From an optimization exercise on the open Yosys and OpenROAD flow, aimed at small area; shortcuts taken in it are not production practice. Function was checked by simulation only, so behaviour that the tests miss may differ from the original.

## flow/design.v (module list and top-level ports; edited modules follow where they fit)
// module heddle_pixel: 3321 lines
// module hp_fa: 4 lines
// module hp_ha: 4 lines
module heddle_pixel (
    input  wire        clk,
    input  wire        rst,
    input  wire        in_valid,
    input  wire [15:0] in_x,
    input  wire [15:0] in_dark,
    input  wire [15:0] in_gain,
    input  wire [15:0] in_shade,
    input  wire [15:0] in_pg,
    input  wire [6:0]  in_lin,
    input  wire        in_rchk,
    input  wire [1:0]  in_range,
    input  wire [15:0] cfg_dig_hi,
    input  wire [15:0] cfg_dig_lo,
    input  wire [2:0]  cfg_format,
    input  wire [3:0]  cfg_rshift,
    input  wire [15:0] cfg_out_ofs,
    input  wire        cfg_range_force,
    output wire [17:0] lin_rd_addr,
    input  wire [15:0] lin_rd_p0,
    input  wire [15:0] lin_rd_p1,
    output reg         out_valid,
    output reg  [23:0] out_y3,
    output reg  [31:0] out_code,
    output reg  [1:0]  out_range,
    output reg         out_clip_gain,
    output reg         out_clip_pack
);
  // ...
==> flow/flow/run.sh <==
#!/bin/bash
# The standard layout (the standard.sh, standard synthesis unchanged),
# with the port buffers that placement inserts made from buf_1 cells.
set -euo pipefail
bash standard.sh "BUFFER_PORTS_ARGS=-buffer_cell sky130_fd_sc_hd__buf_1" finish > standard.log 2>&1
==> flow/standard.sh <==
#!/bin/bash
# synth_recipe.tcl (not shown) runs the flow's synth.tcl, then flattens the netlist and writes it again
# the make line also repeats each setting of config.mk as NAME=value (left out here)
make -C /OpenROAD-flow-scripts/flow DESIGN_CONFIG=/design/flow/config.mk WORK_HOME=/design/flow/orfs CLKGATE_MAP_FILE= SYNTH_SCRIPT=/design/flow/synth_recipe.tcl "${@:-finish}"
==> flow/config.mk <==
export PLATFORM = sky130hd
export DESIGN_NAME = heddle_pixel
export DESIGN_NICKNAME = heddle_pixel
export VERILOG_FILES = /design/flow/design.v
export SDC_FILE = /design/flow/constraint.sdc
export NUM_CORES = 4
export LEC_CHECK = 0
export ABC_AREA = 1
export CAP_MARGIN = 20
export CORE_MARGIN = 2
export CORE_UTILIZATION = 40
export SLEW_MARGIN = 20
export SYNTH_HIERARCHICAL = 1
export SYNTH_MINIMUM_KEEP_SIZE = 0
==> flow/constraint.sdc <==
create_clock -name core_clock -period 13.0 [get_ports {clk}]
set_input_delay 2.6000 -clock core_clock [delete_from_list [all_inputs] [get_ports {clk}]]
set_output_delay 2.6000 -clock core_clock [all_outputs]
set_load 0.01 [all_outputs]
==> impl_metrics.env, run 1 <==
export IMPL_outcome="finished clean"
export IMPL_multi_input_area_share_pct=74.3
export IMPL_clock_sinks=194
export IMPL_synth_top_family_by_area="adder cells"
export IMPL_synth_edff_count=0
export IMPL_grt_pass1_vias=27400
export IMPL_worst_slew_pin_slew_ps=1050
export IMPL_clk_pin_slew_ps=80
export IMPL_reg2reg_depth=40
export IMPL_grt_overflow_total=0
export IMPL_cp_common_cell="fa_1"
export IMPL_top_layer="met5"
export IMPL_synth_warnings=7
export IMPL_grt_use_met2_pct=36.2
export IMPL_postCtsHoldBufs=0
export IMPL_wl_per_cell_um=18.7
export IMPL_wl_met1_um=40900
export IMPL_skew_ps=18.1
export IMPL_path_cells="buf_1 > inv_1 > ha_1 > inv_1 > fa_1 > fa_1 > fa_1 > fa_1 > fa_1 > fa_1 > fa_1 > fa_1 > fa_1 > fa_1 > fa_1 > fa_1 > fa_1 > fa_1 > fa_1 > nand4_1 > o311ai_0 > inv_1 > buf_1"
export IMPL_dominant_cells="multi-input combinational cells"
export IMPL_clockNetworkAreaShare_pct=1.73
export IMPL_ios=260
export IMPL_grt_pass1_wl_um=151000
export IMPL_holdCritPathClass="reg -> reg"
export IMPL_setup_ws_ps=613
export IMPL_critical_path_peak_fanout=3
export IMPL_num_tap_cells=1080
export IMPL_mostFrequentLayoutCell="fa_1"
export IMPL_synthAdderAreaFrac_pct=41.4
export IMPL_numCtsBuffers=17
export IMPL_grt_usage_pct=22.0
export IMPL_routed_wl_met2_um=44200
export IMPL_finalSetupTns_ps=0
export IMPL_busiest_layer="met2"
export IMPL_dieWidth_um=294
export IMPL_rsz0062_at_grt="no"
export IMPL_drv_cap=0
==> run 2: changes to the inputs <==
--- a/flow/config.mk
+++ b/flow/config.mk
@@ -8,7 +8,7 @@
 export ABC_AREA = 1
 export CAP_MARGIN = 20
 export CORE_MARGIN = 2
-export CORE_UTILIZATION = 40
+export CORE_UTILIZATION = 60
 export SLEW_MARGIN = 20
 export SYNTH_HIERARCHICAL = 1
 export SYNTH_MINIMUM_KEEP_SIZE = 0
==> run 2 against run 1 <==
  * Still clean
  * Count of clock-buffer cells in the layout is 1 higher
  * Wire length is 1.4% higher
  * Hold slack better by 4.3 ps
  * Utilization is 21 points higher
  * Register-to-register slack better by 20 ps
  * Design area is 1.4% lower
==> impl_metrics.env, run 2 <==
export IMPL_dpl_hpwl_um=73300
export IMPL_drive_above_1_share_pct=4.80
export IMPL_critPathKind="in -> out"
export IMPL_cp_end_kind="output pin"
export IMPL_regMostFlops="s3_y3"
export IMPL_mostFrequentLayoutCell="fa_1"
export IMPL_antenna_found_initial=2
export IMPL_clockRootBuffer="clkbuf_16"
export IMPL_synth_cell_types=58
export IMPL_worst_slew_pin_slew_ps=1040
export IMPL_clock_sinks=194
export IMPL_drc=0
export IMPL_worstSetupStartpointType="primary input"
export IMPL_skew_ps=12.7
export IMPL_drv_cap=0
export IMPL_yosys_top_cells_area="fa_1 34%, xor2_1 14%, dfxtp_1 12%"
export IMPL_fin_crit_sh_pct=94.7
export IMPL_dieWidth_um=241
export IMPL_dieArea_um2=58000
export IMPL_ios=260
export IMPL_maxSlewHeadroom_pct=30.7
export IMPL_finalSetupTns_ps=0
export IMPL_clk_pin_slew_ps=80
export IMPL_start_util_pct=60.8
export IMPL_clock_latency_ps=520
export IMPL_drtAntennaViolNets=0
export IMPL_synth_commonest_cells="564 x fa_1, 556 x xor2_1, 493 x o22ai_1, 454 x nand2_1, 444 x inv_1"
export IMPL_synth_avg_cell_area_um2=8.86
export IMPL_cts_path_max_buffers=2
export IMPL_placementRows=86
export IMPL_outcome="finished clean"
export IMPL_core_um2=55300
export IMPL_wl_per_cell_um=20.3
export IMPL_arrival_ps=9710
export IMPL_maxSlewViolCount=0
export IMPL_synth_edff_count=0
export IMPL_post_cts_resized=0
export IMPL_netlist_area_leader_share_pct=33.6
export IMPL_nets=4857
export IMPL_die_height_um=241
export IMPL_holdCritPathClass="reg -> reg"
export IMPL_max_freq_ghz=0.0812
export IMPL_largest_reg_flops=24
export IMPL_via_per_inst=5.96
export IMPL_fin_crit_ps=12310
export IMPL_synth_most_common_cell="fa_1"
export IMPL_fin_util_pct=64.4
export IMPL_htreeDepth=4
export IMPL_setup_viol=0
export IMPL_synth_area_leader_cell="fa_1"
export IMPL_cts_tree="built"
export IMPL_grt_pass1_wl_um=154000
export IMPL_area_delta_synth_final_pct=5.87
export IMPL_synth_fp_nets=4754
export IMPL_routed_wl_um=94700
export IMPL_grt_usage_pct=33.8
export IMPL_critical_path_peak_fanout=3
export IMPL_ys_seq_area_share_pct=11.5
export IMPL_rsz0062_at_grt="no"
export IMPL_grt_overflow_total=0
export IMPL_synth_top_flop_cell="dfxtp_1"
export IMPL_drt_first_pass_iters=5
export IMPL_postCtsHoldBufs=0
export IMPL_synth_area_um2=33600
export IMPL_cp_required_ps=10400
export IMPL_numCtsBuffers=17
export IMPL_synth_seq_cells=194
export IMPL_postCtsSetupBuffers=0
export IMPL_syn_inst=3798
export IMPL_grt_max_degree=39
export IMPL_place_congestion=0.953
export IMPL_hold_viol_final=0
export IMPL_synthArstFlopShare_pct=0
export IMPL_final_cell_mix="564 x fa_1, 556 x xor2_1, 493 x o22ai_1"
export IMPL_grt_pass1_vias=28900
export IMPL_drt_first_iter_violations=2112
export IMPL_port_buffers=259
export IMPL_route_vias_total=27800
export IMPL_synth_warnings=7
==> run 2: per-module statistics from Yosys (local to each module, per instance) <==
module	flops+latches	times used	cell area [um^2]	cells inside
heddle_pixel	194	1	20800	3111
hp_fa	0	564	20.0	1
hp_ha	0	123	12.5	1
==> run 2: logic make-up (layout without fill, tap and decap cells) <==
kind of cell	Yosys count	count (layout)	share of synthesized area, %
AOI/OAI and AO/OA	745	745	13.7
xor gates and xnor gates	570	570	14.9
adders and majority gates	775	775	41.4
buffers and inverters	728	844	8.65
DFF	194	194	11.5
muxes	2	2	0.0595
other	0	1	0
and+or+nand+nor	784	784	9.73
==> run 2: layout make-up <==
class / instances / area [um^2]
clock buffers: 18 / 439
repair buffers: 330 / 1510
multi-input cells: 2876 / 26800
flip-flops and latches: 194 / 3880
clock inverters: 14 / 180
fillers: 4808 / 19700
inverters: 482 / 1810
well taps: 748 / 936
diodes: 1 / 2.50
==> run 2: metal layers <==
metal  global-route usage (%)  share of wire [%]
met3                     5.35                7.5
met5                        0              0.013
met1                     44.7                 41
met2                     55.6                 48
met4                     13.9                3.7
==> run 2: worst max-delay path, stage by stage <==
cell      delay [ps]
buf_1             70
inv_1             80
ha_1             150
inv_1             50
fa_1             370
fa_1             390
fa_1             400
fa_1             390
fa_1             390
fa_1             390
fa_1             400
fa_1             390
fa_1             400
fa_1             400
fa_1             400
fa_1             400
fa_1             400
fa_1             400
fa_1             540
nand4_1          100
o311ai_0         360
inv_1            100
buf_1            140
==> run 2: metrics by stage <==
| stage | instances | worst slack, ps | instance area (um^2) | hold slack [ps] |
|---|---|---|---|---|
| finish | 4663 | 687 | 35600 | 326 |
| global route | 4662 | 338 | 35600 | 335 |
| CTS | 4662 | 704 | 35600 | 330 |
| detailed placement | 4630 | 715 | 35000 | 312 |
| global placement | 4630 | 816 | 35000 | 311 |
| floorplan | 3798 | 1280 | 33600 | 310 |
==> run 2: final timing paths <==
kind / start / endpoint / slack, ps / cells past startpoint
min reg2reg: s1_ofs[8] / s2_ofs[8] / 330 / 0
max: in_x[0] / lin_rd_addr[0] / 690 / 23
max reg2reg: s1_pg[1] / s2_gt[0] / 1230 / 40
min: s1_ofs[8] / s2_ofs[8] / 330 / 0

what the ideal ports hide:
The flow's constraints put no driver on any port. The routed layouts listed below were extracted and timed again, unchanged, in two steps.
Step 1 sets driving cells, clkbuf_16 on the clock port and buf_2 on the other inputs (assumed; they add their load-dependent delay and slew).
Step 2 adds t to the input delays and takes it off the output delays; t is the mean of the earliest and latest rising clock arrival at the registers after step 1. Input paths then give back, and output paths get back, about the clock's delay inside the block.
a / b / c = ideal ports / drivers / drivers and shift; a / b = the first two.
run	shift t [ns]	setup slack, ns	hold WS [ns]	worst register clock-pin slew, ns
run 1	0.566	0.613 / 0.593 / 0.593	0.322 / 0.322 / 0.322	0.09 / 0.09
run 2	0.575	0.687 / 0.660 / 0.660	0.326 / 0.326 / 0.326	0.09 / 0.09
After both steps every run listed still meets setup and hold. The setup slack of run 2, which loses most, moves by -0.027 ns with the drivers and by -0.027 ns with both steps.
